What follows belongs to an exercise in optimizing a design on an open flow for small area, a short achievable clock period and few clock cycles per item; a production flow would make more cautious choices. RTL that was checked went through simulation tests only; none was proved equivalent to the original. For runs 3 to 6, only the layout was checked, not whether the RTL still works. Power is estimated from default activity; no workload was simulated.

===== flow/flow/run.sh =====
#!/bin/bash
# Own layout flow: the standard ORFS flow (standard.sh), with the ports
# buffered by a plain buffer instead of the delay-cell buffer ORFS picks.
# The make output goes to flow.log in the work folder; ORFS's own per-step
# logs stay under orfs/logs/.
set -euo pipefail
bash standard.sh \
  "BUFFER_PORTS_ARGS=-buffer_cell sky130_fd_sc_hd__buf_2" \
  SETUP_SLACK_MARGIN=11.5 \
  finish > flow.log 2>&1

===== flow/standard.sh =====
#!/bin/bash
# synth_recipe.tcl (not shown) runs the flow's synth.tcl, then flattens the netlist and writes it again
# the make line also repeats each setting of config.mk as NAME=value (left out here)
make -C /OpenROAD-flow-scripts/flow DESIGN_CONFIG=/design/flow/config.mk WORK_HOME=/design/flow/orfs CLKGATE_MAP_FILE= SYNTH_SCRIPT=/design/flow/synth_recipe.tcl "${@:-finish}"

===== flow/config.mk =====
export PLATFORM = sky130hd
export DESIGN_NAME = mbcq_enc
export DESIGN_NICKNAME = mbcq_enc
export VERILOG_FILES = /design/flow/design.v
export SDC_FILE = /design/flow/constraint.sdc
export NUM_CORES = 4
export LEC_CHECK = 0
export CAP_MARGIN = 20
export CORE_MARGIN = 2
export CORE_UTILIZATION = 70
export CTS_BUF_LIST = sky130_fd_sc_hd__clkbuf_8
export CTS_CLUSTER_DIAMETER = 70
export CTS_CLUSTER_SIZE = 14
export PLACE_DENSITY = 0.8
export SLEW_MARGIN = 20

===== flow/constraint.sdc =====
create_clock -name core_clock -period 16.0 [get_ports {clk}]
set_input_delay 3.2000 -clock core_clock [delete_from_list [all_inputs] [get_ports {clk}]]
set_output_delay 3.2000 -clock core_clock [all_outputs]
set_load 0.01 [all_outputs]

===== flow/design.v =====
module mbcq_enc #(
    parameter integer N  = 33,      
    parameter integer HQ = 2        
) (
    input  wire        clk,
    input  wire        rst,         
    input  wire        in_valid,
    output wire        in_ready,
    input  wire        in_last,     
    input  wire [1:0]  in_fmt,      
    input  wire [1:0]  in_k,        
    input  wire [31:0] in_elem,     
    output wire        out_valid,
    input  wire        out_ready,
    output wire        out_hdr,     
    output wire        out_last,    
    output wire [15:0] out_data
);
    localparam integer PW = (N > 32) ? 6 : 5;       
    localparam integer QW = (HQ > 2) ? 2 : 1;       
    function automatic [4:0] lzc23;      
        input [22:0] v;
        integer i;
        begin
            lzc23 = 5'd23;
            for (i = 0; i < 23; i = i + 1)
                if (v[i]) lzc23 = 5'd23 - i[4:0];
        end
    endfunction
    wire        i_f16  = (in_fmt == 2'd2);
    wire        i_b16  = (in_fmt == 2'd1);
    wire        i_s    = (i_f16 || i_b16) ? in_elem[15] : in_elem[31];
    wire [7:0]  i_ex   = i_f16 ? {3'b000, in_elem[14:10]} : i_b16 ? in_elem[14:7] : in_elem[30:23];
    wire [22:0] i_man  = i_f16 ? {in_elem[9:0], 13'h0} : i_b16 ? {in_elem[6:0], 16'h0} : in_elem[22:0];
    wire [4:0]  i_lz   = i_f16 ? lzc23({in_elem[9:0], 13'h0}) :
                         i_b16 ? lzc23({in_elem[6:0], 16'h0}) : lzc23(in_elem[22:0]);
    reg        rdy;               
    reg        busy;              
    reg        a_v, a_last, a_s, a_f16;
    reg [1:0]  a_k;
    reg [7:0]  a_ex;
    reg [22:0] a_man;
    reg [4:0]  a_lz;              
    assign in_ready = rdy;
    always @(posedge clk) begin
        a_s    <= i_s;
        a_ex   <= i_ex;
        a_man  <= i_man;
        a_lz   <= i_lz;
        a_f16  <= i_f16;
        a_k    <= in_k;
        a_last <= in_last;
        if (rst) a_v <= 1'b0;
        else     a_v <= in_valid & !busy;
    end
    wire        a_spec = a_f16 ? (a_ex[4:0] == 5'h1F) : (a_ex == 8'hFF);
    wire        a_sub  = (a_ex == 8'd0);
    wire        a_zero = a_sub && (a_man == 23'd0);
    wire [8:0]  a_base = a_f16 ? 9'd369 : 9'd257;       
    wire [8:0]  a_ebf  = a_sub ? a_base - {4'b0000, a_lz} : a_base - 9'd1 + {1'b0, a_ex};
    wire [8:0]  a_eb   = a_spec ? 9'h1FF : a_zero ? 9'd0 : a_ebf;
    wire [8:0]  a_ebm  = (a_spec || a_zero) ? 9'd0 : a_ebf;    
    wire [22:0] c_frac = a_sub ? (a_man << a_lz) : a_man;
    wire [25:0] c_word = {a_s, a_eb, c_frac[22:8], |c_frac[7:0]};
    reg [25:0]   mem [0:N-1];
    reg [PW:0]   cnt;             
    reg [4:0]  bcnt;              
    reg [8:0]  e_run;             
    reg        esc_run;
    reg [1:0]  k_run;
    wire [8:0] e_new   = (a_ebm > e_run) ? a_ebm : e_run;
    wire       esc_new = esc_run | a_spec;
    wire [1:0] k_new   = (bcnt == 5'd0) ? a_k : k_run;
    wire       b_end   = a_v && (a_last || bcnt == 5'd31);
    integer w;
    reg [16:0]   hq [0:HQ-1];
    reg [QW-1:0] hq_wp, hq_rp;
    reg [QW:0]   hq_cnt;
    always @(posedge clk) begin
        if (a_v) begin
            mem[0] <= c_word;
            for (w = 1; w < N; w = w + 1)
                mem[w] <= mem[w - 1];
        end
        if (b_end) hq[hq_wp] <= {esc_new, e_new, k_new, bcnt};
    end
    always @(posedge clk) begin
        if (rst) begin
            bcnt    <= 5'd0;
            e_run   <= 9'd0;
            esc_run <= 1'b0;
            hq_wp   <= {QW{1'b0}};
        end else if (a_v) begin
            if (b_end) begin
                bcnt    <= 5'd0;
                e_run   <= 9'd0;
                esc_run <= 1'b0;
                hq_wp   <= (hq_wp == HQ - 1) ? {QW{1'b0}} : hq_wp + 1'b1;
            end else begin
                bcnt    <= bcnt + 5'd1;
                e_run   <= e_new;
                esc_run <= esc_new;
                k_run   <= k_new;
            end
        end
    end
    reg        o1_v;
    reg        adv_q;             
    wire       adv = !o1_v;
    reg        rd_act;            
    reg [4:0]  rd_rem;            
    reg [9:0]  rd_eoff;           
    reg [1:0]  rd_k;
    reg        rd_esc;
    wire [16:0] hq_h     = hq[hq_rp];
    wire        hq_any   = (hq_cnt != 0);
    wire        iss_hdr  = adv && !rd_act && hq_any;
    wire        iss_code = adv && rd_act;
    wire [8:0]  h_emax   = hq_h[15:7];
    wire        h_nz     = (h_emax != 9'd0);
    wire [1:0]  h_k      = hq_h[6:5];
    wire        h_esc    = hq_h[16];
    always @(posedge clk) begin
        if (rst) begin
            rd_act <= 1'b0;
            hq_rp  <= {QW{1'b0}};
        end else if (iss_hdr) begin
            rd_act  <= 1'b1;
            rd_rem  <= hq_h[4:0];
            rd_eoff <= !h_nz ? 10'h3FF : {1'b0, h_emax} + {9'd0, h_esc} +
                       ((h_k == 2'd0) ? 10'd10 : (h_k == 2'd1) ? 10'd6 : 10'd2);
            rd_k    <= h_k;
            rd_esc  <= h_esc;
            hq_rp   <= (hq_rp == HQ - 1) ? {QW{1'b0}} : hq_rp + 1'b1;
        end else if (iss_code) begin
            rd_rem <= rd_rem - 5'd1;
            if (rd_rem == 5'd0) rd_act <= 1'b0;
        end
    end
    wire [PW:0] cnt_nx = cnt + a_v - iss_code;
    wire [QW:0] hq_nx  = hq_cnt + b_end - iss_hdr;
    always @(posedge clk) begin
        if (rst) begin
            cnt    <= {(PW+1){1'b0}};
            hq_cnt <= {(QW+1){1'b0}};
        end else begin
            cnt    <= cnt_nx;
            hq_cnt <= hq_nx;
        end
    end
    wire [8:0]  rd_koff = ((rd_k == 2'd0) ? 9'd10 : (rd_k == 2'd1) ? 9'd6 : 9'd2) + {8'd0, rd_esc};
    wire [8:0]  rd_e    = (rd_eoff == 10'h3FF) ? 9'd0 : rd_eoff[8:0] + 9'd129 - rd_koff;
    reg [25:0] rd_word;
    integer m;
    always @(*) begin
        rd_word = 26'd0;
        for (m = 0; m < N; m = m + 1)
            rd_word = rd_word | (mem[m] & {26{cnt == m + 1}});
    end
    reg        r1_v, r1_hdr, r1_last;
    reg [25:0] r1_w;
    always @(posedge clk) begin
        if (rst) r1_v <= 1'b0;
        else if (adv) r1_v <= iss_hdr || iss_code;
        if (adv_q) begin
            r1_hdr  <= iss_hdr;
            r1_last <= iss_code && (rd_rem == 5'd0);
            r1_w    <= rd_word;
        end
    end
    wire [8:0]  r1_eb = r1_w[24:16];
    wire [9:0]  r1_d  = rd_eoff - {1'b0, r1_eb};
    wire        r1_z  = (r1_d[9:5] != 5'd0);         
    wire [16:0] r1_h  = {1'b1, r1_w[15:0]};
    wire [33:0] x_sh  = {r1_h, 17'h0} >> r1_d[4:0];
    wire [14:0] x_q   = r1_z ? 15'd0 : x_sh[31:17];
    wire        x_rnd = !r1_z && x_sh[16] && ((|x_sh[15:0]) || x_sh[17]);
    reg        r2_v, r2_hdr, r2_last, r2_rnd, r2_s, r2_spec, r2_nan, r2_esc;
    reg [14:0] r2_q;
    reg [1:0]  r2_k;
    always @(posedge clk) begin
        if (rst) r2_v <= 1'b0;
        else if (adv) r2_v <= r1_v;
        if (adv_q) begin
            r2_hdr  <= r1_hdr;
            r2_last <= r1_last;
            r2_q    <= r1_hdr ? {6'd0, rd_e} : x_q;
            r2_rnd  <= x_rnd;
            r2_s    <= r1_w[25];
            r2_spec <= (r1_eb == 9'h1FF);
            r2_nan  <= (r1_w[15:0] != 16'd0);
            r2_esc  <= rd_esc;
            r2_k    <= rd_k;
        end
    end
    reg [14:0] hi_mask;       
    reg [15:0] kmask, top;    
    always @(*) begin
        case (r2_k)
            2'd0:    begin kmask = 16'h00FF; top = 16'h0080; end
            2'd1:    begin kmask = 16'h0FFF; top = 16'h0800; end
            default: begin kmask = 16'hFFFF; top = 16'h8000; end
        endcase
        case ({r2_k, r2_esc})
            3'b000:  hi_mask = 15'h7F80;
            3'b001:  hi_mask = 15'h7FC0;
            3'b010:  hi_mask = 15'h7800;
            3'b011:  hi_mask = 15'h7C00;
            3'b101, 3'b111: hi_mask = 15'h4000;
            default: hi_mask = 15'h0000;
        endcase
    end
    wire        ovf  = ((r2_q & hi_mask) != 15'd0) || (((r2_q | hi_mask) == 15'h7FFF) && r2_rnd);
    wire [15:0] lim  = {1'b0, ~hi_mask};
    wire [15:0] sgn_q = ({1'b0, r2_q} ^ {16{r2_s}}) + {15'd0, r2_s ^ r2_rnd};
    wire [15:0] sgn_l = r2_s ? ~lim + 16'd1 : lim;
    wire [15:0] sgn   = ovf ? sgn_l : sgn_q;
    reg [15:0] code;
    always @(*) begin
        if (r2_hdr)
            code = {r2_esc, 6'b000000, r2_q[8:0]};
        else if (r2_spec)
            code = r2_nan ? top : r2_s ? top + 16'd1 : top - 16'd1;
        else
            code = sgn & kmask;
    end
    reg        o0_v, o0_hdr, o0_last, o1_hdr, o1_last;
    reg        o0_e;                           
    reg [15:0] o0_data, o1_data;
    wire       w_v  = adv && r2_v;             
    wire       o0_ld = o0_e || out_ready;      
    always @(posedge clk) begin
        if (rst) begin
            o0_v  <= 1'b0;
            o0_e  <= 1'b1;
            o1_v  <= 1'b0;
            adv_q <= 1'b1;
        end else begin
            if (o0_ld) o0_v <= o1_v || w_v;
            if (o0_ld) o0_e <= !(o1_v || w_v);
            o1_v  <= o1_v ? !o0_ld : (w_v && !o0_ld);
            adv_q <= o1_v ? o0_ld : !(w_v && !o0_ld);
        end
        if (o0_ld) begin
            o0_hdr  <= o1_v ? o1_hdr  : r2_hdr;
            o0_last <= o1_v ? o1_last : r2_last;
            o0_data <= o1_v ? o1_data : code;
        end
        if (!o1_v) begin
            o1_hdr  <= r2_hdr;
            o1_last <= r2_last;
            o1_data <= code;
        end
    end
    wire rd_act_nx = iss_hdr ? 1'b1 : (iss_code && rd_rem == 5'd0) ? 1'b0 : rd_act;
    wire a_ends = a_v ? (!b_end && bcnt == 5'd30) : (bcnt == 5'd31);
    wire [2:0] c_le = {cnt + 3 <= N, cnt + 2 <= N, cnt + 1 <= N};           
    wire [2:0] h_le = {hq_cnt + 3 <= HQ, hq_cnt + 2 <= HQ, hq_cnt + 1 <= HQ};
    wire       hq_nz_nx = b_end || (hq_cnt > 1) || (hq_cnt == 1 && !iss_hdr);
    function automatic room;             
        input       p1, p2, m1, m2;      
        input [2:0] le;
        begin
            case ({p1, p2, m1, m2})
                4'b0000:                                    room = le[0];
                4'b0001, 4'b0010, 4'b0011, 4'b0111, 4'b1011: room = 1'b1;
                4'b0100, 4'b1000, 4'b1101, 4'b1110:         room = le[1];
                4'b1100:                                    room = le[2];
                default:                                    room = le[0];    
            endcase
        end
    endfunction
    function automatic ready_nx;
        input       o1n, act, hnz, take, tend;
        input       av, ic, be, ih;
        input [2:0] cl, hl;
        reg         rd_sure, hdr_sure;
        begin
            rd_sure  = !o1n && act;                      
            hdr_sure = !o1n && !act && hnz;              
            ready_nx = room(take, av, ic, rd_sure, cl) && room(tend, be, ih, hdr_sure, hl);
        end
    endfunction
    wire o1n_0  = !o0_e && (o1_v || w_v);              
    wire rdy_0i = ready_nx(o1n_0, rd_act_nx, hq_nz_nx, 1'b0, 1'b0, a_v, iss_code, b_end, iss_hdr, c_le, h_le);
    wire rdy_0v = ready_nx(o1n_0, rd_act_nx, hq_nz_nx, 1'b1, a_ends, a_v, iss_code, b_end, iss_hdr, c_le, h_le);
    wire rdy_0l = ready_nx(o1n_0, rd_act_nx, hq_nz_nx, 1'b1, 1'b1, a_v, iss_code, b_end, iss_hdr, c_le, h_le);
    wire rdy_1i = ready_nx(1'b0, rd_act_nx, hq_nz_nx, 1'b0, 1'b0, a_v, iss_code, b_end, iss_hdr, c_le, h_le);
    wire rdy_1v = ready_nx(1'b0, rd_act_nx, hq_nz_nx, 1'b1, a_ends, a_v, iss_code, b_end, iss_hdr, c_le, h_le);
    wire rdy_1l = ready_nx(1'b0, rd_act_nx, hq_nz_nx, 1'b1, 1'b1, a_v, iss_code, b_end, iss_hdr, c_le, h_le);
    wire rdy_0  = !(in_valid && !busy) ? rdy_0i : in_last ? rdy_0l : rdy_0v;
    wire rdy_1  = !(in_valid && !busy) ? rdy_1i : in_last ? rdy_1l : rdy_1v;
    always @(posedge clk) begin
        if (rst) begin
            rdy  <= 1'b1;
            busy <= 1'b0;
        end else begin
            rdy  <= out_ready ? rdy_1 : rdy_0;
            busy <= out_ready ? !rdy_1 : !rdy_0;
        end
    end
    assign out_valid = o0_v;
    assign out_hdr   = o0_hdr;
    assign out_last  = o0_last;
    assign out_data  = o0_data;
endmodule

==> flow_summary.toml, run 1 <==
[sta]
final-max-slew-violation-count = 0
worstMarginPinSlew_ns = 1.06
slew_headroom_pct = 28.9
fin_crit_sh_pct = 27.8
rsz0062_at_grt = "true"
max_freq_ghz = 0.225
min_period_ns = 4.44
fin_skew_ns = 0.0291
fin_setup_tns_ns = 0
finalSetupViolCount = 0
finalHoldViolCount = 0

[floorplan]
die_x_um = 256
start_util_pct = 70.7
num_rows = 92
chipHeight_um = 256
dieArea_sq_um = 65600
ios = 61
core_area_sq_um = 63000

[placement]
portBuffers = 60
gp_congestion = 0.900
hpwl_um = 68800
dp.cells = 3798

[critical_path]
startpoint_type = "register"
cp.arrival_ns = 1.24
worst-setup-path-type = "reg2out"
critical_path_buf_inv_count = 1
max_stage_delay_ns = 0.39
crit_cells = 1
slowest_stage = "edfxtp_1"
worstPathCellList = "buf_2"
cp_top_family = "flip-flops"
reg2regPathDepth = 4
cp_max_fo = 1
cp-end-kind = "primary output"
worstPathRequired_ns = 12.80

[clock_network]
clk_pin_slew_ns = 0.11
root_buffer = "clkbuf_8"
htree_levels = 3
clock_sinks = 1078
clk_latency_ns = 0.73
cts_made_buffers = 87
ctsLongestPathBuffers = 3
ctsHoldBuffers = 0
tritoncts = "yes"

[synth]
synth_cells = 2989
yosysSeqAreaShare_pct = 70.6
avgSynthCellArea_sq_um = 14.9
netlist_area_sq_um = 44500
synthArstFlopShare_pct = 0
synthFlopType = "edfxtp_1"
ys_ff_latch = 1078
ys_types = 95
synth_edf_count = 982
syn-num-nets = 3108
yosysWarningCount = 2

[routing]
drtIter0Drc = 4561
drt_pass1_iterations = 9
wl_per_cell_um = 29.6
via_count = 28500
vias_per_cell = 7.26
ant_nets = 0
drcViolationCount = 0
wl_um = 116000

[worst_hold_path]
min_path_cells = 0
min_path_type = "reg2reg"

[power_and_ir_drop]
p_sw_mw = 2.29
leakage_nw = 16.0
combPwrFrac_pct = 25.4
vdd_drop_max_mv = 0.114
powerDensity_nw_per_um2 = 149
pwr-share-seq_pct = 54.8
pwr-share-clk_pct = 19.8
intPower_mw = 4.79
swShare_pct = 32.4

[global_route]
grt_pass1_wl_um = 171000
antenna_found_initial = 2
grt_usage_pct = 34.9
grt_max_degree = 179
grt_remaining_overflow = 0
grt_pass1_vias = 27300

[finish]
final_cells = 3924
fillers = 3812
final_layout_size_suffix_gt1_share_pct = 11.7
nets = 3161
multi_input_area_sq_um = 12500
area_growth_pct = 6.62
regArea_sq_um = 31400

[flow_run]
drv_cap = 0

[run_status]
status = "timing/DRC/antenna clean"
==> area by class of cell <==
cell class	instances	area share (%)
clock inverters	34	0.401
repair buffers	114	1.58
diodes	1	0.00527
multi-input cells	1675	26.3
flip-flops and latches	1078	66.2
inverters	86	0.699
clock buffers	90	2.61
well taps	846	2.23
==> registers in the layout (all words and copies together), names as in the netlist, 9 cells and up, named ones only <==
signal   count
o0_data     16
a_man       23
r2_q        15
hq          34
o1_data     16
e_run        9
mem        858
rd_eoff     10
r1_w        26
==> placed cells by master (no fill, tap or decap), drive strengths merged, types with 15 or more instances in the layout <==
master,Yosys,final
a22o,69,69
and2,18,18
xor2,26,26
ha,74,74
a22oi,297,297
buf,36,114
edfxtp,982,982
xnor2,37,37
o21ai,93,93
a222oi,15,15
mux2,34,34
o22ai,17,17
a221oi,57,57
a21oi,64,64
nor3,42,42
o211ai,16,16
mux4,23,23
mux2i,65,65
nand2,145,145
clkbuf,113,90
o21a,17,17
inv,81,113
nor2b,27,27
nand2b,19,19
nor4,48,48
nand4,52,52
dfxtp,96,96
nor2,121,121
a211oi,18,18
nand3,102,102
==> path summary, 6_finish.rpt <==
path	slack, ns	endpoint	startpoint
worst max-delay path	11.56	out_data[15]	o0_data[15]
worst min-delay path	0.43	r2_s	r1_w[25]
worst max register to register	11.71	mem[18][4]	a_v
worst min register to register	0.43	r2_s	r1_w[25]
==> logic make-up after synthesis <==
family / after synthesis / share of synthesized area [%]
xor+xnor: 63 / 1.24
mux: 122 / 3.49
fa+ha+maj: 79 / 2.28
compound gates: 763 / 12.7
buf+inv: 236 / 2.22
simple gates: 648 / 7.49
flops: 1078 / 70.6
==> cell usage after synthesis, types with 11 or more instances <==
library cell,instances,area (sq um)
a211oi_1,18,135
a21o_1,12,90.1
a21oi_1,64,320
a221oi_1,57,499
a222oi_1,15,150
a22o_1,69,604
a22oi_1,297,2230
and2_1,18,113
and3_1,11,68.8
buf_2,26,130
clkbuf_1,110,413
dfxtp_1,96,1920
edfxtp_1,982,29500
ha_1,74,926
inv_1,80,300
mux2_2,34,383
mux2i_1,65,651
mux4_2,23,518
nand2_1,144,541
nand2b_1,19,119
nand3_1,102,510
nand4_1,52,325
nor2_1,121,454
nor2b_1,27,169
nor3_1,42,210
nor4_1,43,269
o211ai_1,16,120
o21a_1,17,128
o21ai_0,90,450
o22ai_1,17,106
or2_2,11,68.8
or3_1,11,68.8
xnor2_1,37,324
xor2_1,26,228
==> power groups by stage <==
stage	sequential, mW	combinational (mW)	clock, mW
global route	3.92	1.93	1.50
CTS	3.87	1.76	1.41
floorplan	3.94	1.19	0
global placement	3.92	1.69	0
detailed placement	3.94	1.74	0
finish	3.88	1.80	1.40
==> metal layers <==
layer,wire length (um),vias up,track usage (%)
met5,13,-,0
met4,5590,2,14.6
met3,15900,424,8.54
met2,52600,2188,52.8
met1,41900,13900,49.3
li1,-,12000,-
==> through the flow <==
stage                     hold WS [ns]  total power, mW  cell area (sq um)  util, %  setup slack [ns]
final                            0.431             7.09              47500     75.4             11.56
after global routing             0.448             7.35              47500     75.4             11.49
after CTS                        0.428             7.04              47400     75.3             11.51
after detailed placement         0.405             5.68              46000     73.0             10.83
after global placement           0.406             5.60              46000     73.0             10.84
after floorplan                  0.386             5.13              44600        -              8.09
==> repair_timing <==
| action | CTS | global route |
|---|---|---|
| endpoints found under the setup margin | 257 | 272 |
| hold endpoints to repair | 0 | 0 |
| resized for setup | 2 | 4 |
| setup buffers | 1 | 0 |
Testbench counts, summed over its fixed seeds: cycles 377,501, items 363,761.
==> inputs of run 2 (changes only) <==
--- a/flow/config.mk
+++ b/flow/config.mk
@@ -8,8 +8,8 @@
 export CAP_MARGIN = 20
 export CORE_MARGIN = 2
-export CORE_UTILIZATION = 70
+export CORE_UTILIZATION = 75
 export CTS_BUF_LIST = sky130_fd_sc_hd__clkbuf_8
 export CTS_CLUSTER_DIAMETER = 70
 export CTS_CLUSTER_SIZE = 14
-export PLACE_DENSITY = 0.8
+export PLACE_DENSITY = 0.85
 export SLEW_MARGIN = 20
==> run 2 against run 1 <==
Net effect: via count increased by 1.1%; hold slack got worse by 0.0041 ns; sequential power about the same; first-iteration DRC count increased by 3.3%; clock-buffer cell count decreased by 1; highest routed layer unchanged; final area decreased by 0.31%; clock power about the same; non-clock buffer count increased by 4; largest power group unchanged; combinational power about the same; sequential cell count unchanged; utilization increased by 5.1 points; critical endpoint is now out_data[6]; sequential share of layout area increased by 0.20 points.
==> flow_summary.toml, run 2 <==
[finish]
final_common_cell = "edfxtp_1"
largest_reg_flops = 858
regArea_sq_um = 31400
top_register = "mem"
utilization_pct = 80.5
final_layout_size_suffix_gt1_share_pct = 11.9
area_growth_pct = 6.29
multi_input_area_sq_um = 12400
largestRegisters = "mem x858, hq x34, r1_w x26"
nets = 3166
fillers = 3031
final_cell_mix = "edfxtp_1 (982), a22oi_1 (297), nand2_1 (144)"

[global_route]
grt_usage_pct = 37.8
grt_max_degree = 221
grt_remaining_overflow = 0
antenna_found_initial = 2
grt_pass1_wl_um = 169000
grt_pass1_vias = 27700

[run_status]
status = "timing/DRC/antenna clean"

[synth]
yosys.area.top_type = "edfxtp_1"
synthTopCellsByCount = "edfxtp_1 (982), a22oi_1 (297), nand2_1 (144)"
synthFlopType = "edfxtp_1"
syn-num-nets = 3108
avgSynthCellArea_sq_um = 14.9
ys_ff_latch = 1078
ys_types = 95
synth_edf_count = 982
yosysWarningCount = 2
synth_cells = 2989
netlist_area_sq_um = 44500
synth.most_common_cell = "edfxtp_1"
ys_top_cells_by_area = "edfxtp_1 (66%), a22oi_1 (5.0%), dfxtp_1 (4.3%), ha_1 (2.1%), mux2i_1 (1.5%)"
synthArstFlopShare_pct = 0
yosysSeqAreaShare_pct = 70.6
synth_top_area_share_pct = 66.3

[routing]
ant_nets = 0
drt_pass1_iterations = 8
via_count = 28800
vias_per_cell = 7.48
drcViolationCount = 0
wl_um = 116000
drtIter0Drc = 4711
wl_per_cell_um = 30.0

[clock_network]
clock_sinks = 1078
root_buffer = "clkbuf_8"
ctsLongestPathBuffers = 3
tritoncts = "yes"
clk_pin_slew_ns = 0.09
ctsHoldBuffers = 0
htree_levels = 3
cts_made_buffers = 88
clk_latency_ns = 0.73

[sta]
fin_skew_ns = 0.0423
finalSetupViolCount = 0
worstMarginPinSlew_ns = 1.13
rsz0062_at_grt = "false"
final-max-slew-violation-count = 0
slew_headroom_pct = 25.0
finalHoldViolCount = 0
max_freq_ghz = 0.225
fin_crit_sh_pct = 27.8
min_period_ns = 4.44
fin_setup_tns_ns = 0

[worst_hold_path]
min_path_type = "reg2reg"
min_path_cells = 0
hold-path-endpoint = "r2_last"
hold_start = "r1_last"

[placement]
hpwl_um = 71500
portBuffers = 60
gp_congestion = 0.937

[floorplan]
core_area_sq_um = 58800
num_rows = 89
die_x_um = 248
start_util_pct = 75.7
ios = 61
chipHeight_um = 248
dieArea_sq_um = 61300

[critical_path]
cp-end-kind = "primary output"
worst-setup-path-type = "reg2out"
crit_cells = 1
worstPathRequired_ns = 12.80
cp_top_family = "flip-flops"
startpoint_type = "register"
slowest_stage = "edfxtp_1"
cp.arrival_ns = 1.24
reg2reg_slack_ns = 11.91
worst_r2r_endpoint = "mem[13][6]"
critical_path_buf_inv_count = 1
cp_max_fo = 1
max_stage_delay_ns = 0.39
reg2regPathDepth = 3
r2r-start = "a_v"
worstPathCellList = "buf_2"

[flow_run]
drv_cap = 0

[power_and_ir_drop]
vdd_drop_max_mv = 0.107
powerDensity_nw_per_um2 = 150
leakage_nw = 16.0
run 2: cell counts after synthesis:
Identical to the previous run, type by type.
run 2: cell families (layout without fill, tap and decap cells):
group	Yosys count	count (layout)	synth area share, %
mux	122	122	3.49
compound gates	763	763	12.7
xor+xnor	63	63	1.24
buf+inv	236	326	2.22
simple gates	648	648	7.49
fa+ha+maj	79	79	2.28
flops	1078	1078	70.6
other cells	0	2	0
run 2: what timing repair did:
item                                    CTS  global route
resized for setup                         0             4
buffers inserted                          0             2
endpoints found under the setup margin    0            26
run 2: cell type report:
class,count,share of cell area [%]
diodes,2,0.0106
multi-input cells,1675,26.2
flip-flops and latches,1078,66.4
well taps,773,2.04
clock buffers,89,2.59
clock inverters,33,0.402
repair buffers,118,1.62
inverters,86,0.706
run 2: how the worst max path moves through the flow:
stage / from / to
2_1_floorplan: a_v / cnt[6]
3_3_place_gp: in_fmt[0] / a_lz[4]
3_5_place_dp: in_elem[2] / a_lz[1]
4_1_cts: o0_data[6] / out_data[6]
5_1_grt: o0_data[4] / out_data[4]
6_report: o0_data[6] / out_data[6]
run 2: per-layer routing:
layer	GRT usage [%]	vias to the layer above	wire, um
li1	-	12100	-
met1	52.0	13900	40200
met2	57.5	2435	52100
met3	10.6	427	17500
met4	16.5	2	5710
met5	0	-	13
run 2: power by group:
part | total [mW] | switching [mW] | internal [mW]
Clock | 1.39 | 0.875 | 0.519
Combinational | 1.80 | 1.14 | 0.667
Sequential | 3.90 | 0.305 | 3.59
Total | 7.09 | 2.32 | 4.78
run 2: per-stage QoR:
stage | area (sq um) | worst slack, ns | total power, mW | hold WS (ns) | std cells
global route | 47300 | 11.52 | 7.34 | 0.443 | 3853
global placement | 45800 | 11.11 | 5.59 | 0.406 | 3728
detailed placement | 45800 | 11.07 | 5.68 | 0.407 | 3728
finish | 47300 | 11.56 | 7.09 | 0.427 | 3854
CTS | 47200 | 11.50 | 7.03 | 0.429 | 3850
floorplan | 44600 | 8.09 | 5.13 | 0.386 | 2989
==> inputs of run 3 (changes only) <==
--- a/flow/design.v
+++ b/flow/design.v
@@ -64,35 +64,35 @@
     wire [25:0] c_word = {a_s, a_eb, c_frac[22:8], |c_frac[7:0]};
     reg [25:0]   mem [0:N-1];
+    reg [PW-1:0] wptr, rptr;
     reg [PW:0]   cnt;             
     reg [4:0]  bcnt;              
-    reg [8:0]  e_run;             
+    reg [8:0]  e_run, e_prv;
     reg        esc_run;
     reg [1:0]  k_run;
-    wire [8:0] e_new   = (a_ebm > e_run) ? a_ebm : e_run;
+    wire [8:0] e_new   = (e_prv > e_run) ? e_prv : e_run;
     wire       esc_new = esc_run | a_spec;
     wire [1:0] k_new   = (bcnt == 5'd0) ? a_k : k_run;
     wire       b_end   = a_v && (a_last || bcnt == 5'd31);
-    integer w;
-    reg [16:0]   hq [0:HQ-1];
+    reg [25:0]   hq [0:HQ-1];
     reg [QW-1:0] hq_wp, hq_rp;
     reg [QW:0]   hq_cnt;
     always @(posedge clk) begin
-        if (a_v) begin
-            mem[0] <= c_word;
-            for (w = 1; w < N; w = w + 1)
-                mem[w] <= mem[w - 1];
-        end
-        if (b_end) hq[hq_wp] <= {esc_new, e_new, k_new, bcnt};
+        if (a_v) mem[wptr] <= c_word;
+        if (b_end) hq[hq_wp] <= {esc_new, e_new, a_ebm, k_new, bcnt};
     end
     always @(posedge clk) begin
         if (rst) begin
+            wptr    <= {PW{1'b0}};
             bcnt    <= 5'd0;
             e_run   <= 9'd0;
+            e_prv   <= 9'd0;
             esc_run <= 1'b0;
             hq_wp   <= {QW{1'b0}};
         end else if (a_v) begin
+            wptr <= (wptr == N - 1) ? {PW{1'b0}} : wptr + 1'b1;
             if (b_end) begin
                 bcnt    <= 5'd0;
                 e_run   <= 9'd0;
+                e_prv   <= 9'd0;
                 esc_run <= 1'b0;
                 hq_wp   <= (hq_wp == HQ - 1) ? {QW{1'b0}} : hq_wp + 1'b1;
@@ -100,4 +100,5 @@
                 bcnt    <= bcnt + 5'd1;
                 e_run   <= e_new;
+                e_prv   <= a_ebm;
                 esc_run <= esc_new;
                 k_run   <= k_new;
@@ -111,17 +112,19 @@
     reg [4:0]  rd_rem;            
     reg [9:0]  rd_eoff;           
+    reg [8:0]  rd_e;              
     reg [1:0]  rd_k;
     reg        rd_esc;
-    wire [16:0] hq_h     = hq[hq_rp];
+    wire [25:0] hq_h     = hq[hq_rp];
     wire        hq_any   = (hq_cnt != 0);
     wire        iss_hdr  = adv && !rd_act && hq_any;
     wire        iss_code = adv && rd_act;
-    wire [8:0]  h_emax   = hq_h[15:7];
+    wire [8:0]  h_emax   = (hq_h[24:16] > hq_h[15:7]) ? hq_h[24:16] : hq_h[15:7];
     wire        h_nz     = (h_emax != 9'd0);
     wire [1:0]  h_k      = hq_h[6:5];
-    wire        h_esc    = hq_h[16];
+    wire        h_esc    = hq_h[25];
     always @(posedge clk) begin
         if (rst) begin
             rd_act <= 1'b0;
+            rptr   <= {PW{1'b0}};
             hq_rp  <= {QW{1'b0}};
         end else if (iss_hdr) begin
@@ -130,8 +133,10 @@
             rd_eoff <= !h_nz ? 10'h3FF : {1'b0, h_emax} + {9'd0, h_esc} +
                        ((h_k == 2'd0) ? 10'd10 : (h_k == 2'd1) ? 10'd6 : 10'd2);
+            rd_e    <= h_nz ? h_emax + 9'd129 : 9'd0;
             rd_k    <= h_k;
             rd_esc  <= h_esc;
             hq_rp   <= (hq_rp == HQ - 1) ? {QW{1'b0}} : hq_rp + 1'b1;
         end else if (iss_code) begin
+            rptr   <= (rptr == N - 1) ? {PW{1'b0}} : rptr + 1'b1;
             rd_rem <= rd_rem - 5'd1;
             if (rd_rem == 5'd0) rd_act <= 1'b0;
@@ -149,6 +154,4 @@
         end
     end
-    wire [8:0]  rd_koff = ((rd_k == 2'd0) ? 9'd10 : (rd_k == 2'd1) ? 9'd6 : 9'd2) + {8'd0, rd_esc};
-    wire [8:0]  rd_e    = (rd_eoff == 10'h3FF) ? 9'd0 : rd_eoff[8:0] + 9'd129 - rd_koff;
     reg [25:0] rd_word;
     integer m;
@@ -156,5 +159,5 @@
         rd_word = 26'd0;
         for (m = 0; m < N; m = m + 1)
-            rd_word = rd_word | (mem[m] & {26{cnt == m + 1}});
+            rd_word = rd_word | (mem[m] & {26{rptr == m}});
     end
     reg        r1_v, r1_hdr, r1_last;
@@ -259,14 +262,11 @@
     wire       hq_nz_nx = b_end || (hq_cnt > 1) || (hq_cnt == 1 && !iss_hdr);
     function automatic room;             
-        input       p1, p2, m1, m2;      
+        input [1:0] plus, minus;
         input [2:0] le;
         begin
-            case ({p1, p2, m1, m2})
-                4'b0000:                                    room = le[0];
-                4'b0001, 4'b0010, 4'b0011, 4'b0111, 4'b1011: room = 1'b1;
-                4'b0100, 4'b1000, 4'b1101, 4'b1110:         room = le[1];
-                4'b1100:                                    room = le[2];
-                default:                                    room = le[0];    
-            endcase
+            if (plus < minus)            room = 1'b1;
+            else if (plus == minus)      room = le[0];
+            else if (plus == minus + 1)  room = le[1];
+            else                         room = le[2];
         end
     endfunction
@@ -279,5 +279,6 @@
             rd_sure  = !o1n && act;                      
             hdr_sure = !o1n && !act && hnz;              
-            ready_nx = room(take, av, ic, rd_sure, cl) && room(tend, be, ih, hdr_sure, hl);
+            ready_nx = room({1'b0, take} + av, {1'b0, ic} + rd_sure, cl) &&
+                       room({1'b0, tend} + be, {1'b0, ih} + hdr_sure, hl);
         end
     endfunction
--- a/flow/config.mk
+++ b/flow/config.mk
@@ -8,8 +8,8 @@
 export CAP_MARGIN = 20
 export CORE_MARGIN = 2
-export CORE_UTILIZATION = 75
+export CORE_UTILIZATION = 35
 export CTS_BUF_LIST = sky130_fd_sc_hd__clkbuf_8
 export CTS_CLUSTER_DIAMETER = 70
 export CTS_CLUSTER_SIZE = 14
-export PLACE_DENSITY = 0.85
+export PLACE_DENSITY = 0.5
 export SLEW_MARGIN = 20
==> run 3 against run 2 <==
Net effect: non-clock buffer count up 45; hold slack about the same; highest routed layer unchanged; via count up 6.4%; clock power up about 20%; still clean; clock-buffer cell count up 14; routed wire length up 35%; register-to-register slack worse by 0.20 ns.
==> flow_summary.toml, run 3 <==
[critical_path]
reg2regPathDepth = 17
startpoint_type = "register"
max_stage_delay_ns = 0.38
reg2reg_slack_ns = 11.71
cp.arrival_ns = 1.36
worstPathRequired_ns = 12.80
cp_top_family = "flip-flops"
worst_r2r_endpoint = "rd_eoff[8]"
slowest_stage = "edfxtp_1"
worst-setup-path-type = "reg2out"
worstPathCellList = "buf_2"
critical_path_buf_inv_count = 1
cp-end-kind = "primary output"
cp_max_fo = 1

[power_and_ir_drop]
combPwrFrac_pct = 29.5
powerDensity_nw_per_um2 = 143
swShare_pct = 33.7
pwr-share-clk_pct = 22.3
p_sw_mw = 2.52
leakage_nw = 17.5
vdd_drop_max_mv = 0.0860
pwr-share-seq_pct = 48.2
intPower_mw = 4.97

[worst_hold_path]
hold-path-endpoint = "r2_last"
hold_start = "r1_last"
min_path_type = "reg2reg"
min_path_cells = 0

[synth]
synthFlopType = "edfxtp_1"
synth_cells = 3397
synth.most_common_cell = "edfxtp_1"
yosysWarningCount = 1
ys_top_cells_by_area = "edfxtp_1 (64%), a22oi_1 (6.2%), dfxtp_1 (4.9%), ha_1 (2.5%), mux2i_1 (2.2%)"
syn-num-nets = 3543
ys_ff_latch = 1126
netlist_area_sq_um = 47300
ys_types = 86
yosys.area.top_type = "edfxtp_1"
synth_top_area_share_pct = 64.0
synthArstFlopShare_pct = 0
synth_edf_count = 1009
yosysSeqAreaShare_pct = 69.0
avgSynthCellArea_sq_um = 13.9
synthTopCellsByCount = "edfxtp_1 (1009), a22oi_1 (393), nand2_1 (276)"

[placement]
dpl_cell_area_sq_um = 50500
gp_congestion = 0.822
hpwl_um = 84100
portBuffers = 60

[routing]
wl_um = 156000
drtIter0Drc = 3328
vias_per_cell = 5.79
via_count = 30700
ant_nets = 0
wl_per_cell_um = 29.4
drt_pass1_iterations = 6
drcViolationCount = 0

[floorplan]
num_rows = 134
start_util_pct = 35.4
core_area_sq_um = 134000
dieArea_sq_um = 138000
ios = 61
die_x_um = 372
chipHeight_um = 372

[sta]
fin_hold_ws_ns = 0.427
fin_crit_sh_pct = 28.5
min_period_ns = 4.56
fin_setup_tns_ns = 0
fin_skew_ns = 0.0739
worstMarginPinSlew_ns = 1.08
max_freq_ghz = 0.219
rsz0062_at_grt = "true"
slew_headroom_pct = 27.8
finalHoldViolCount = 0
finalSetupViolCount = 0
final-max-slew-violation-count = 0

[clock_network]
ctsHoldBuffers = 0
clk_latency_ns = 0.89
cts_made_buffers = 98
htree_levels = 3
root_buffer = "clkbuf_8"
clk_pin_slew_ns = 0.10
tritoncts = "yes"
clock_sinks = 1126
ctsLongestPathBuffers = 3

[finish]
top_register = "mem"
utilization_pct = 39.2
final_common_cell = "edfxtp_1"
nets = 3629
final_cell_mix = "edfxtp_1 (1009), a22oi_1 (393), nand2_1 (273)"
final_design_area_no_fill_sq_um = 52400
fillers = 12600
largest_reg_flops = 858
largestRegisters = "mem x858, hq x52, r1_w x26"
final_layout_size_suffix_gt1_share_pct = 13.4
area_growth_pct = 10.7

[global_route]
grt_usage_pct = 22.3
grtUsageMet1_pct = 30.5
grt_max_degree = 53
busiest_layer = "met2"
antenna_found_initial = 5
grt_pass1_wl_um = 219000
grt_pass1_vias = 29200
grt_remaining_overflow = 0
grtUsageMet3_pct = 3.29
met2_usage_pct = 37.0

[run_status]
status = "timing/DRC/antenna clean"

[flow_run]
drv_cap = 0
[run 3: cell count changes after synthesis, moves of 41 or more]
| cell | before | now |
|---|---|---|
| a221oi_1 | 57 | 16 |
| a22o_1 | 69 | 26 |
| a22oi_1 | 297 | 393 |
| clkbuf_1 | 110 | 158 |
| nand2_1 | 144 | 276 |
| nor2_1 | 121 | 200 |
[run 3: timing repair]
| item | CTS | global route |
|---|---|---|
| setup buffers | 0 | 3 |
| setup endpoints to repair | 23 | 35 |
| gates resized for setup | 5 | 8 |
[run 3: cell families after synthesis]
family / after synthesis / share of synthesized area, %
adder cells (fa/ha/maj): 105 / 2.92
flip-flops: 1126 / 69.0
AO/OA/AOI/OAI: 787 / 12.0
XOR/XNOR: 77 / 1.42
buffers and inverters: 279 / 2.26
multiplexers: 147 / 3.43
AND/OR/NAND/NOR: 876 / 8.99
[run 3: power groups by stage]
stage / combinational (mW) / sequential [mW] / clock [mW]
2_1_floorplan: 1.59 / 3.61 / 0
3_3_place_gp: 2.18 / 3.67 / 0
3_5_place_dp: 2.18 / 3.67 / 0
4_1_cts: 2.20 / 3.61 / 1.71
5_1_grt: 2.44 / 3.63 / 1.81
6_report: 2.21 / 3.61 / 1.67
[run 3: routing by layer]
metal  share of wire (%)  routed length [um]
met5              0.0051                   8
met4                 2.7                4180
met3                 7.0               10900
met2                  48               74800
met1                  42               65700
[run 3: area by class of cell]
class                           instances  area (sq um)  area share (%)
Multi-Input combinational cell       1992         14200            27.2
Clock inverter                         41           379           0.724
Sequential cell                      1126         32600            62.3
Tap cell                             1768          2210            4.22
Inverter                              102           387           0.738
Timing Repair Buffer                  163          1090            2.09
Antenna cell                            7          17.5          0.0334
Clock buffer                          103          1420            2.71
[run 3: worst max-delay path by stage]
stage | startpoint | to | slack, ns | cells past startpoint
2_1_floorplan | in_fmt[1] | a_lz[0] | 11.48 | 7
3_3_place_gp | rst | e_prv[4] | 10.75 | 7
3_5_place_dp | rst | e_prv[6] | 10.68 | 7
4_1_cts | o0_last | out_last | 11.37 | 1
5_1_grt | o0_last | out_last | 11.32 | 1
6_report | o0_data[9] | out_data[9] | 11.44 | 1
[run 3: metrics by stage]
step,cells,total power [mW],setup WS [ns]
global route,5300,7.89,11.32
global placement,5147,5.86,10.75
CTS,5292,7.52,11.37
floorplan,3397,5.20,11.48
finish,5302,7.49,11.44
detailed placement,5148,5.86,10.68
==> inputs of run 4 (changes only) <==
--- a/flow/config.mk
+++ b/flow/config.mk
@@ -8,8 +8,8 @@
 export CAP_MARGIN = 20
 export CORE_MARGIN = 2
-export CORE_UTILIZATION = 35
+export CORE_UTILIZATION = 55
 export CTS_BUF_LIST = sky130_fd_sc_hd__clkbuf_8
 export CTS_CLUSTER_DIAMETER = 70
 export CTS_CLUSTER_SIZE = 14
-export PLACE_DENSITY = 0.5
+export PLACE_DENSITY = 0.65
 export SLEW_MARGIN = 20
==> run 4 against run 3 <==
Net effect: clock-buffer cell count decreased by 6; register-to-register slack improved by 0.02 ns; combinational power about the same; critical path type unchanged; critical endpoint unchanged.
==> flow_summary.toml, run 4 <==
[run_status]
status = "timing/DRC/antenna clean"

[routing]
via_count = 31200
vias_per_cell = 6.69
drt_pass1_iterations = 8
wl_per_cell_um = 31.1
drcViolationCount = 0
drtIter0Drc = 3951
wl_um = 145000
ant_nets = 0

[sta]
finalHoldViolCount = 0
fin_setup_tns_ns = 0
rsz0062_at_grt = "true"
fin_skew_ns = 0.0622
worstMarginPinSlew_ns = 1.12
max_freq_ghz = 0.223
min_period_ns = 4.49
slew_headroom_pct = 25.4
final-max-slew-violation-count = 0
finalSetupViolCount = 0
fin_crit_sh_pct = 28.0

[critical_path]
startpoint_type = "register"
slowest_stage = "edfxtp_1"
crit_cells = 1
cp_top_family = "flip-flops"
reg2regPathDepth = 18
cp.arrival_ns = 1.29
max_stage_delay_ns = 0.39
cp_max_fo = 1
cp-end-kind = "primary output"
worstPathCellList = "buf_2"
worst-setup-path-type = "reg2out"
worstPathRequired_ns = 12.80
reg2reg_slack_ns = 11.73
critical_path_buf_inv_count = 1
worst_r2r_endpoint = "rd_eoff[8]"

[finish]
largestRegisters = "mem x858, hq x52, r1_w x26"
top_register = "mem"
nets = 3614
final_layout_size_suffix_gt1_share_pct = 12.5
largest_reg_flops = 858
area_growth_pct = 8.32
final_cell_mix = "edfxtp_1 (1009), a22oi_1 (393), nand2_1 (276)"
final_common_cell = "edfxtp_1"

[placement]
hpwl_um = 79700
gp_congestion = 0.854
portBuffers = 60

[synth]
synthArstFlopShare_pct = 0
synth_top_family_by_area = "compound AO/OA/AOI/OAI gates"
yosysWarningCount = 1
avgSynthCellArea_sq_um = 13.9
yosys.area.top_type = "edfxtp_1"
syn-num-nets = 3543
ys_types = 86
synth_fa_ha_area_share_pct = 2.92
ys_ff_latch = 1126
synthXorXnorAreaFrac_pct = 1.42
synth_mux_area_share_pct = 3.43
yosysSeqAreaShare_pct = 69.0
netlist_area_sq_um = 47300
synthSimpleGateAreaFrac_pct = 8.99
synth_cells = 3397
synth_compound_area_share_pct = 12.0
synth_edf_count = 1009
ys_top_cells_by_area = "edfxtp_1 (64%), a22oi_1 (6.2%), dfxtp_1 (4.9%), ha_1 (2.5%), mux2i_1 (2.2%)"
synthFlopType = "edfxtp_1"
synth.most_common_cell = "edfxtp_1"
synthTopCellsByCount = "edfxtp_1 (1009), a22oi_1 (393), nand2_1 (276)"
synth_top_area_share_pct = 64.0

[worst_hold_path]
hold-path-endpoint = "r2_last"
min_path_type = "reg2reg"
hold_start = "r1_last"
min_path_cells = 0

[clock_network]
clk_pin_slew_ns = 0.09
ctsHoldBuffers = 0
ctsLongestPathBuffers = 3
clock_sinks = 1126
cts_made_buffers = 95
clk_latency_ns = 0.79
htree_levels = 3
root_buffer = "clkbuf_8"
tritoncts = "yes"

[power_and_ir_drop]
vdd_drop_max_mv = 0.113
powerDensity_nw_per_um2 = 143
finalPower_mw = 7.32
pwr-share-clk_pct = 20.6
p_sw_mw = 2.44
combPwrFrac_pct = 30.0
swShare_pct = 33.3
intPower_mw = 4.88
leakage_nw = 17.4
pwr-share-seq_pct = 49.3

[floorplan]
dieArea_sq_um = 88400
start_util_pct = 55.5
chipHeight_um = 297
core_area_sq_um = 85300
die_x_um = 297
num_rows = 107
ios = 61

[global_route]
grt_remaining_overflow = 0
grt_usage_pct = 32.6
grt_pass1_vias = 29900
antenna_found_initial = 8
grt_max_degree = 53
grt_pass1_wl_um = 208000

[flow_run]
drv_cap = 0
-- run 4: cell counts after synthesis --
Identical to the previous run, type by type.
-- run 4: layer usage --
layer  vias to the layer above  GRT usage [%]  part of all wire (%)  wire length [um]
met1                     15600           44.8                    38             54900
met5                         -              0                 0.041                60
li1                      13300              -                     -                 -
met2                      1834           50.9                    45             65700
met4                         8           13.5                   4.9              7130
met3                       414           6.91                    12             16800
-- run 4: worst max path at each step --
| stage | start | to | slack [ns] |
|---|---|---|---|
| after CTS | o0_data[9] | out_data[9] | 11.45 |
| after floorplan | in_fmt[1] | a_lz[0] | 11.48 |
| after global placement | rst | e_prv[1] | 10.88 |
| after global routing | o0_data[9] | out_data[9] | 11.44 |
| final | o0_data[9] | out_data[9] | 11.51 |
| after detailed placement | rst | e_prv[8] | 10.69 |
-- run 4: power by group through the flow --
| stage | combinational, mW | sequential [mW] | clock (mW) |
|---|---|---|---|
| 2_1_floorplan | 1.59 | 3.61 | 0 |
| 6_report | 2.20 | 3.61 | 1.51 |
| 3_5_place_dp | 2.15 | 3.68 | 0 |
| 5_1_grt | 2.42 | 3.63 | 1.62 |
| 3_3_place_gp | 2.10 | 3.67 | 0 |
| 4_1_cts | 2.17 | 3.61 | 1.52 |
-- run 4: kinds of logic (layout without fill, tap and decap cells) --
family | after synthesis | count (layout)
XOR/XNOR | 77 | 77
AND/OR/NAND/NOR | 876 | 876
buffers and inverters | 279 | 392
multiplexers | 147 | 147
flip-flops | 1126 | 1126
adder cells (fa/ha/maj) | 105 | 105
other | 0 | 2
AO/OA/AOI/OAI | 787 | 787
-- run 4: final cells by class --
| type | instances | area [sq um] |
|---|---|---|
| Fill cell | 6658 | 34000 |
| Sequential cell | 1126 | 32600 |
| Multi-Input combinational cell | 1992 | 14200 |
| Tap cell | 1144 | 1430 |
| Clock buffer | 97 | 1340 |
| Timing Repair Buffer | 151 | 990 |
| Inverter | 102 | 387 |
| Clock inverter | 42 | 264 |
| Antenna cell | 2 | 5.00 |
-- run 4: timing repair --
action                                  in CTS  in global routing
pin swaps                                    0                  1
resized for setup                            4                  9
endpoints found under the setup margin      16                 41
buffers inserted                             0                  2
-- run 4: per-stage QoR --
stage / hold WS (ns) / instance area [sq um] / cells / setup WS, ns / util, %
4_1_cts: 0.439 / 51200 / 4652 / 11.45 / 60.0
6_report: 0.437 / 51300 / 4656 / 11.51 / 60.1
3_3_place_gp: 0.407 / 49600 / 4513 / 10.88 / 58.1
3_5_place_dp: 0.417 / 49600 / 4513 / 10.69 / 58.1
2_1_floorplan: 0.400 / 47300 / 3397 / 11.48 / -
5_1_grt: 0.443 / 51300 / 4655 / 11.44 / 60.1
==> inputs of run 5 (changes only) <==
--- a/flow/design.v
+++ b/flow/design.v
@@ -35,6 +35,5 @@
     wire [4:0]  i_lz   = i_f16 ? lzc23({in_elem[9:0], 13'h0}) :
                          i_b16 ? lzc23({in_elem[6:0], 16'h0}) : lzc23(in_elem[22:0]);
-    reg        rdy;               
-    reg        busy;              
+    reg        rdy;
     reg        a_v, a_last, a_s, a_f16;
     reg [1:0]  a_k;
@@ -52,5 +51,5 @@
         a_last <= in_last;
         if (rst) a_v <= 1'b0;
-        else     a_v <= in_valid & !busy;
+        else     a_v <= in_valid & rdy;
     end
     wire        a_spec = a_f16 ? (a_ex[4:0] == 5'h1F) : (a_ex == 8'hFF);
@@ -111,17 +110,18 @@
     reg        rd_act;            
     reg [4:0]  rd_rem;            
+    reg [20:0] rd_h;              
     reg [9:0]  rd_eoff;           
-    reg [8:0]  rd_e;              
-    reg [1:0]  rd_k;
-    reg        rd_esc;
     wire [25:0] hq_h     = hq[hq_rp];
     wire        hq_any   = (hq_cnt != 0);
     wire        iss_hdr  = adv && !rd_act && hq_any;
     wire        iss_code = adv && rd_act;
-    wire [8:0]  h_emax   = (hq_h[24:16] > hq_h[15:7]) ? hq_h[24:16] : hq_h[15:7];
-    wire        h_nz     = (h_emax != 9'd0);
-    wire [1:0]  h_k      = hq_h[6:5];
-    wire        h_esc    = hq_h[25];
+    wire [8:0]  rd_emax  = (rd_h[19:11] > rd_h[10:2]) ? rd_h[19:11] : rd_h[10:2];
+    wire        rd_nz    = (rd_emax != 9'd0);
+    wire [1:0]  rd_k     = rd_h[1:0];
+    wire        rd_esc   = rd_h[20];
+    wire [8:0]  rd_e     = rd_nz ? rd_emax + 9'd129 : 9'd0;      
     always @(posedge clk) begin
+        rd_eoff <= !rd_nz ? 10'h3FF : {1'b0, rd_emax} + {9'd0, rd_esc} +
+                   ((rd_k == 2'd0) ? 10'd10 : (rd_k == 2'd1) ? 10'd6 : 10'd2);
         if (rst) begin
             rd_act <= 1'b0;
@@ -131,9 +131,5 @@
             rd_act  <= 1'b1;
             rd_rem  <= hq_h[4:0];
-            rd_eoff <= !h_nz ? 10'h3FF : {1'b0, h_emax} + {9'd0, h_esc} +
-                       ((h_k == 2'd0) ? 10'd10 : (h_k == 2'd1) ? 10'd6 : 10'd2);
-            rd_e    <= h_nz ? h_emax + 9'd129 : 9'd0;
-            rd_k    <= h_k;
-            rd_esc  <= h_esc;
+            rd_h    <= hq_h[25:5];
             hq_rp   <= (hq_rp == HQ - 1) ? {QW{1'b0}} : hq_rp + 1'b1;
         end else if (iss_code) begin
@@ -229,17 +225,14 @@
     end
     reg        o0_v, o0_hdr, o0_last, o1_hdr, o1_last;
-    reg        o0_e;                           
     reg [15:0] o0_data, o1_data;
     wire       w_v  = adv && r2_v;             
-    wire       o0_ld = o0_e || out_ready;      
+    wire       o0_ld = !o0_v || out_ready;     
     always @(posedge clk) begin
         if (rst) begin
             o0_v  <= 1'b0;
-            o0_e  <= 1'b1;
             o1_v  <= 1'b0;
             adv_q <= 1'b1;
         end else begin
             if (o0_ld) o0_v <= o1_v || w_v;
-            if (o0_ld) o0_e <= !(o1_v || w_v);
             o1_v  <= o1_v ? !o0_ld : (w_v && !o0_ld);
             adv_q <= o1_v ? o0_ld : !(w_v && !o0_ld);
@@ -283,5 +276,5 @@
         end
     endfunction
-    wire o1n_0  = !o0_e && (o1_v || w_v);              
+    wire o1n_0  = o1_v ? o0_v : (w_v && o0_v);         
     wire rdy_0i = ready_nx(o1n_0, rd_act_nx, hq_nz_nx, 1'b0, 1'b0, a_v, iss_code, b_end, iss_hdr, c_le, h_le);
     wire rdy_0v = ready_nx(o1n_0, rd_act_nx, hq_nz_nx, 1'b1, a_ends, a_v, iss_code, b_end, iss_hdr, c_le, h_le);
@@ -290,14 +283,9 @@
     wire rdy_1v = ready_nx(1'b0, rd_act_nx, hq_nz_nx, 1'b1, a_ends, a_v, iss_code, b_end, iss_hdr, c_le, h_le);
     wire rdy_1l = ready_nx(1'b0, rd_act_nx, hq_nz_nx, 1'b1, 1'b1, a_v, iss_code, b_end, iss_hdr, c_le, h_le);
-    wire rdy_0  = !(in_valid && !busy) ? rdy_0i : in_last ? rdy_0l : rdy_0v;
-    wire rdy_1  = !(in_valid && !busy) ? rdy_1i : in_last ? rdy_1l : rdy_1v;
+    wire rdy_0  = !(in_valid && rdy) ? rdy_0i : in_last ? rdy_0l : rdy_0v;
+    wire rdy_1  = !(in_valid && rdy) ? rdy_1i : in_last ? rdy_1l : rdy_1v;
     always @(posedge clk) begin
-        if (rst) begin
-            rdy  <= 1'b1;
-            busy <= 1'b0;
-        end else begin
-            rdy  <= out_ready ? rdy_1 : rdy_0;
-            busy <= out_ready ? !rdy_1 : !rdy_0;
-        end
+        if (rst) rdy <= 1'b1;
+        else rdy <= out_ready ? rdy_1 : rdy_0;
     end
     assign out_valid = o0_v;
--- a/flow/config.mk
+++ b/flow/config.mk
@@ -8,8 +8,8 @@
 export CAP_MARGIN = 20
 export CORE_MARGIN = 2
-export CORE_UTILIZATION = 55
+export CORE_UTILIZATION = 35
 export CTS_BUF_LIST = sky130_fd_sc_hd__clkbuf_8
 export CTS_CLUSTER_DIAMETER = 70
 export CTS_CLUSTER_SIZE = 14
-export PLACE_DENSITY = 0.65
+export PLACE_DENSITY = 0.5
 export SLEW_MARGIN = 20
==> run 5 against run 4 <==
Net effect: synthesized area fell by 0.62%; power rose by 0.83%; largest power group unchanged; clock-buffer cell count up 2; largest cell class unchanged; utilization is 21 points lower; final area increased by 1.3%; critical endpoint is now out_data[0]; synthesized cell count fell by 2.4%; maximum frequency fell by 2.3%; sequential cell count is 7 higher; first-iteration DRC count down 20%; die area increased by 55%.
==> flow_summary.toml, run 5 <==
[run_status]
status = "timing/DRC/antenna clean"

[floorplan]
start_util_pct = 35.2
core_area_sq_um = 133000
num_rows = 134
chipHeight_um = 371
ios = 61
dieArea_sq_um = 137000
die_x_um = 371

[power_and_ir_drop]
powerDensity_nw_per_um2 = 142
leakage_nw = 17.2
vdd_drop_max_mv = 0.113

[sta]
worstMarginPinSlew_ns = 1.08
fin_skew_ns = 0.0673
rsz0062_at_grt = "true"
fin_setup_tns_ns = 0
finalHoldViolCount = 0
finalSetupViolCount = 0
final-max-slew-violation-count = 0
min_period_ns = 4.59
max_freq_ghz = 0.218
slew_headroom_pct = 28.0
fin_hold_ws_ns = 0.436
fin_crit_sh_pct = 28.7
setup_ws_ns = 11.41

[critical_path]
critical_path_buf_inv_count = 1
reg2regPathDepth = 11
worst_r2r_endpoint = "r2_q[8]"
max_stage_delay_ns = 0.41
cp-end-kind = "primary output"
slowest_stage = "edfxtp_1"
worst-setup-path-type = "reg2out"
r2r-start = "rd_h[17]"
startpoint_type = "register"
cp_max_fo = 1
reg2reg_slack_ns = 11.85
cp.arrival_ns = 1.39
worstPathCellList = "buf_2"
worstPathRequired_ns = 12.80
cp_top_family = "flip-flops"
setup.worst_path.start = "o0_data[0]"

[finish]
nets = 3570
final_cells = 5229
area_growth_pct = 10.4
final_layout_size_suffix_gt1_share_pct = 12.8
largestRegisters = "mem x858, hq x52, r1_w x26"
final_cell_mix = "edfxtp_1 (1008), a22oi_1 (295), nand2_1 (190)"
largest_reg_flops = 858
final_common_cell = "edfxtp_1"
top_register = "mem"

[flow_run]
drv_cap = 0

[clock_network]
clock_sinks = 1133
tritoncts = "yes"
ctsLongestPathBuffers = 3
root_buffer = "clkbuf_8"
clk_latency_ns = 0.87
clk_pin_slew_ns = 0.09
cts_made_buffers = 97
htree_levels = 3

[synth]
yosysSeqAreaShare_pct = 69.7
synthArstFlopShare_pct = 0
yosys.area.top_type = "edfxtp_1"
synth.most_common_cell = "edfxtp_1"
synth_edf_count = 1008
ys_ff_latch = 1133
synthFlopType = "edfxtp_1"
syn-num-nets = 3462
synth_top_area_share_pct = 64.3
ys_types = 86
yosysWarningCount = 1
avgSynthCellArea_sq_um = 14.2
netlist_area_sq_um = 47000
synth_cells = 3316
ys_top_cells_by_area = "edfxtp_1 (64%), dfxtp_1 (5.3%), a22oi_1 (4.7%), ha_1 (2.6%), mux2i_1 (1.8%)"
synthTopCellsByCount = "edfxtp_1 (1008), a22oi_1 (295), nand2_1 (192)"

[global_route]
antenna_found_initial = 5
grt_pass1_wl_um = 221000
grt_max_degree = 53
grt_remaining_overflow = 0
grt_usage_pct = 22.6
grt_pass1_vias = 28800

[routing]
drtIter0Drc = 3146
wl_um = 157000
vias_per_cell = 5.84
ant_nets = 0
drcViolationCount = 0
via_count = 30500
wl_per_cell_um = 30.1
drt_pass1_iterations = 8

[worst_hold_path]
hold_start = "r1_last"
min_path_cells = 0
hold-path-endpoint = "r2_last"
min_path_type = "reg2reg"

[placement]
place_ws_ns = 10.97
gp_congestion = 0.824
dp.cells = 5090
portBuffers = 60
hpwl_um = 86300
-- run 5: worst max path at each step --
stage                  endpoint  depth (start not counted)
CTS                 out_data[0]                          1
finish              out_data[0]                          1
floorplan               a_lz[4]                          8
detailed placement      a_lz[4]                          9
global placement        a_lz[4]                          9
global route        out_data[0]                          1
-- run 5: final cells by class --
class | count | area, sq um
Timing Repair Buffer | 167 | 1120
Tap cell | 1768 | 2210
Antenna cell | 3 | 7.51
Inverter | 113 | 429
Multi-Input combinational cell | 1912 | 13800
Fill cell | 12700 | 81500
Clock inverter | 34 | 246
Sequential cell | 1133 | 32800
Clock buffer | 99 | 1360
-- run 5: timing repair --
action	4_1_cts	5_1_grt
resized for setup	4	3
hold buffers	0	0
setup endpoints to repair	20	29
buffers inserted	1	1
-- run 5: per-layer routing --
layer | track usage, % | wire (um) | vias to the layer above
met1 | 30.9 | 65900 | 15800
li1 | - | - | 13200
met5 | 0 | 0 | -
met3 | 3.42 | 11900 | 233
met2 | 37.4 | 75100 | 1255
met4 | 6.36 | 4520 | 0
-- run 5: where the power goes --
part	internal, mW	switching [mW]	total [mW]
sequential	3.46	0.149	3.61
clock	0.581	0.991	1.57
combinational	0.826	1.37	2.20
total	4.87	2.51	7.38
-- run 5: metrics by stage --
step	power [mW]	area (sq um)	utilization, %
after global routing	7.76	51900	38.9
after CTS	7.40	51900	38.9
final	7.38	51900	38.9
after floorplan	5.20	47000	-
after detailed placement	5.85	50200	37.7
after global placement	5.85	50200	37.7
-- run 5: logic make-up after synthesis --
family | share of synthesized area, %
flops | 69.7
compound gates | 12.8
simple gates | 7.89
buf+inv | 2.29
mux | 3.10
fa+ha+maj | 2.94
xor+xnor | 1.32
==> inputs of run 6 (changes only) <==
--- a/flow/flow/run.sh
+++ b/flow/flow/run.sh
@@ -7,4 +7,3 @@
 bash standard.sh \
   "BUFFER_PORTS_ARGS=-buffer_cell sky130_fd_sc_hd__buf_2" \
-  SETUP_SLACK_MARGIN=11.5 \
   finish > flow.log 2>&1
==> run 6 against run 5 <==
Net effect: still clean on timing, DRC and antenna; power increased by 0.24%; utilization about the same; maximum frequency decreased by 2.0%; critical endpoint is now in_ready; highest routed layer unchanged.
==> flow_summary.toml, run 6 <==
[run_status]
status = "timing/DRC/antenna clean"

[critical_path]
startpoint_type = "register"
reg2reg_slack_ns = 11.72
worstPathRequired_ns = 12.80
max_stage_delay_ns = 0.46
worst-setup-path-type = "reg2out"
critical_path_buf_inv_count = 1
slowest_stage = "dfxtp_1"
cp.arrival_ns = 1.48
cp_max_fo = 5
cp_top_family = "flip-flops"
worstPathCellList = "buf_2"
cp-end-kind = "primary output"

[placement]
portBuffers = 60
dp.cells = 5091
hpwl_um = 85400
place_ws_ns = 11.03
dpl_cell_area_sq_um = 50200
gp_congestion = 0.838

[global_route]
antenna_found_initial = 4
grt_usage_pct = 22.1
grt_max_degree = 53
grt_pass1_wl_um = 217000
grt_pass1_vias = 28800
grt_remaining_overflow = 0

[synth]
ys_types = 86
synth_cells = 3316
yosys.area.top_type = "edfxtp_1"
synth.most_common_cell = "edfxtp_1"
avgSynthCellArea_sq_um = 14.2
synthXorXnorAreaFrac_pct = 1.32
syn-num-nets = 3462
ys_top_cells_by_area = "edfxtp_1 (64%), dfxtp_1 (5.3%), a22oi_1 (4.7%), ha_1 (2.6%), mux2i_1 (1.8%)"
synth_edf_count = 1008
yosysWarningCount = 1
yosysSeqAreaShare_pct = 69.7
synth_compound_area_share_pct = 12.8
synth_mux_area_share_pct = 3.10
netlist_area_sq_um = 47000
synthSimpleGateAreaFrac_pct = 7.89
synthFlopType = "edfxtp_1"
synthArstFlopShare_pct = 0
ys_ff_latch = 1133
synthTopCellsByCount = "edfxtp_1 (1008), a22oi_1 (295), nand2_1 (192)"
synth_top_family_by_area = "compound AO/OA/AOI/OAI gates"
synth_fa_ha_area_share_pct = 2.94
synth_top_area_share_pct = 64.3

[power_and_ir_drop]
swShare_pct = 33.8
leakage_nw = 17.1
p_sw_mw = 2.50
intPower_mw = 4.90
vdd_drop_max_mv = 0.112
powerDensity_nw_per_um2 = 142
pwr-share-seq_pct = 48.6
pwr-share-clk_pct = 21.7
combPwrFrac_pct = 29.7
finalPower_mw = 7.40

[routing]
ant_nets = 0
drcViolationCount = 0
drt_pass1_iterations = 6
wl_per_cell_um = 29.3
vias_per_cell = 5.82
via_count = 30400
drtIter0Drc = 3198
wl_um = 153000

[clock_network]
root_buffer = "clkbuf_8"
cts_made_buffers = 97
htree_levels = 3
clk_pin_slew_ns = 0.10
tritoncts = "yes"
cts-resized-gates = 0
ctsHoldBuffers = 0
post_cts_buffers = 0
ctsLongestPathBuffers = 3
clock_sinks = 1133
clk_latency_ns = 0.86

[sta]
rsz0062_at_grt = "false"
finalHoldViolCount = 0
fin_skew_ns = 0.0770
fin_setup_tns_ns = 0
finalSetupViolCount = 0
worstMarginPinSlew_ns = 1.03
setup_ws_ns = 11.32
max_freq_ghz = 0.213
slew_headroom_pct = 31.1
fin_crit_sh_pct = 29.3
fin_hold_ws_ns = 0.429
final-max-slew-violation-count = 0
min_period_ns = 4.68

[floorplan]
ios = 61
num_rows = 134
dieArea_sq_um = 137000
die_x_um = 371
start_util_pct = 35.2
core_area_sq_um = 133000
chipHeight_um = 371

[finish]
final_cells = 5229
largestRegisters = "mem x858, hq x52, r1_w x26"
largest_reg_flops = 858
final_design_area_no_fill_sq_um = 51900
final_cell_mix = "edfxtp_1 (1008), a22oi_1 (295), nand2_1 (191)"
nets = 3569
final_layout_size_suffix_gt1_share_pct = 12.8
utilization_pct = 38.9
top_register = "mem"
final_common_cell = "edfxtp_1"
area_growth_pct = 10.4

[worst_hold_path]
min_path_type = "reg2reg"

[flow_run]
drv_cap = 0
## run 6: layout make-up
type                       count  area, sq um
clock buffer                  99         1360
multi-input combinational   1912        13800
fill                       12500        81500
tap                         1768         2210
timing repair buffer         166         1100
clock inverter                35          289
antenna                        3         7.51
sequential                  1133        32800
inverter                     113          429
## run 6: metal layers
metal  vias up  track usage (%)  part of all wire (%)
li1      13200                -                     -
met1     15700             30.8                    43
met2      1257             35.6                    47
met3       221             3.60                   7.5
met4         0             5.97                   2.6
met5         -                0                     0
## run 6: kinds of logic after synthesis
family                     count (synthesis)
AOI/OAI and AO/OA                        838
and+or+nand+nor                          768
xor gates and xnor gates                  71
DFF                                     1133
muxes                                    130
adders and majority gates                105
buffers and inverters                    271
## run 6: power groups by stage
| stage | Clock, mW | Sequential, mW | Combinational, mW |
|---|---|---|---|
| 2_1_floorplan | 0 | 3.61 | 1.58 |
| 3_3_place_gp | 0 | 3.67 | 2.19 |
| 3_5_place_dp | 0 | 3.67 | 2.19 |
| 4_1_cts | 1.65 | 3.60 | 2.20 |
| 5_1_grt | 1.74 | 3.62 | 2.43 |
| 6_report | 1.60 | 3.60 | 2.20 |
## run 6: path summary, 6_finish.rpt
kind / startpoint / end / cells past startpoint
max: rdy / in_ready / 1
min: r1_last / r2_last / 0
max reg2reg: rd_h[17] / r2_q[6] / 13
min reg2reg: r1_last / r2_last / 0

==> re-timing with driven ports <==
In the flow no input, the clock included, has a driving cell. The finished layouts below were timed again as built, in two steps.
Step 1 assumes that a clkbuf_16 drives the clock port and a buf_2 every other input.
Step 2 times the ports against the registers' clock, not the clock port: input delays grow and output delays shrink by t, the midpoint of the rising clock arrivals with the driver on.
a / b / c = no drivers / after step 1 / after step 2; a / b = the first two.
run | t (ns) | setup slack, ns | worst setup path at the end | clock arrival spread, ns | slew at the worst register clock pin (ns)
run 1 | 0.778 | 11.557 / 11.491 / 10.996 | input to register | 0.033 / 0.033 | 0.11 / 0.11
run 2 | 0.778 | 11.559 / 11.495 / 11.032 | input to register | 0.049 / 0.049 | 0.10 / 0.10
run 3 | 0.924 | 11.437 / 11.364 / 10.775 | input to register | 0.076 / 0.076 | 0.10 / 0.10
run 4 | 0.818 | 11.515 / 11.453 / 10.987 | input to register | 0.064 / 0.064 | 0.10 / 0.10
run 5 | 0.916 | 11.408 / 11.333 / 10.952 | input to register | 0.072 / 0.072 | 0.10 / 0.10
run 6 | 0.891 | 11.315 / 11.246 / 11.054 | input to register | 0.083 / 0.083 | 0.10 / 0.10
After both steps every run listed still meets setup and hold. For run 3, which loses most, drivers alone change the setup slack by -0.073 ns; drivers and shift together by -0.662 ns.
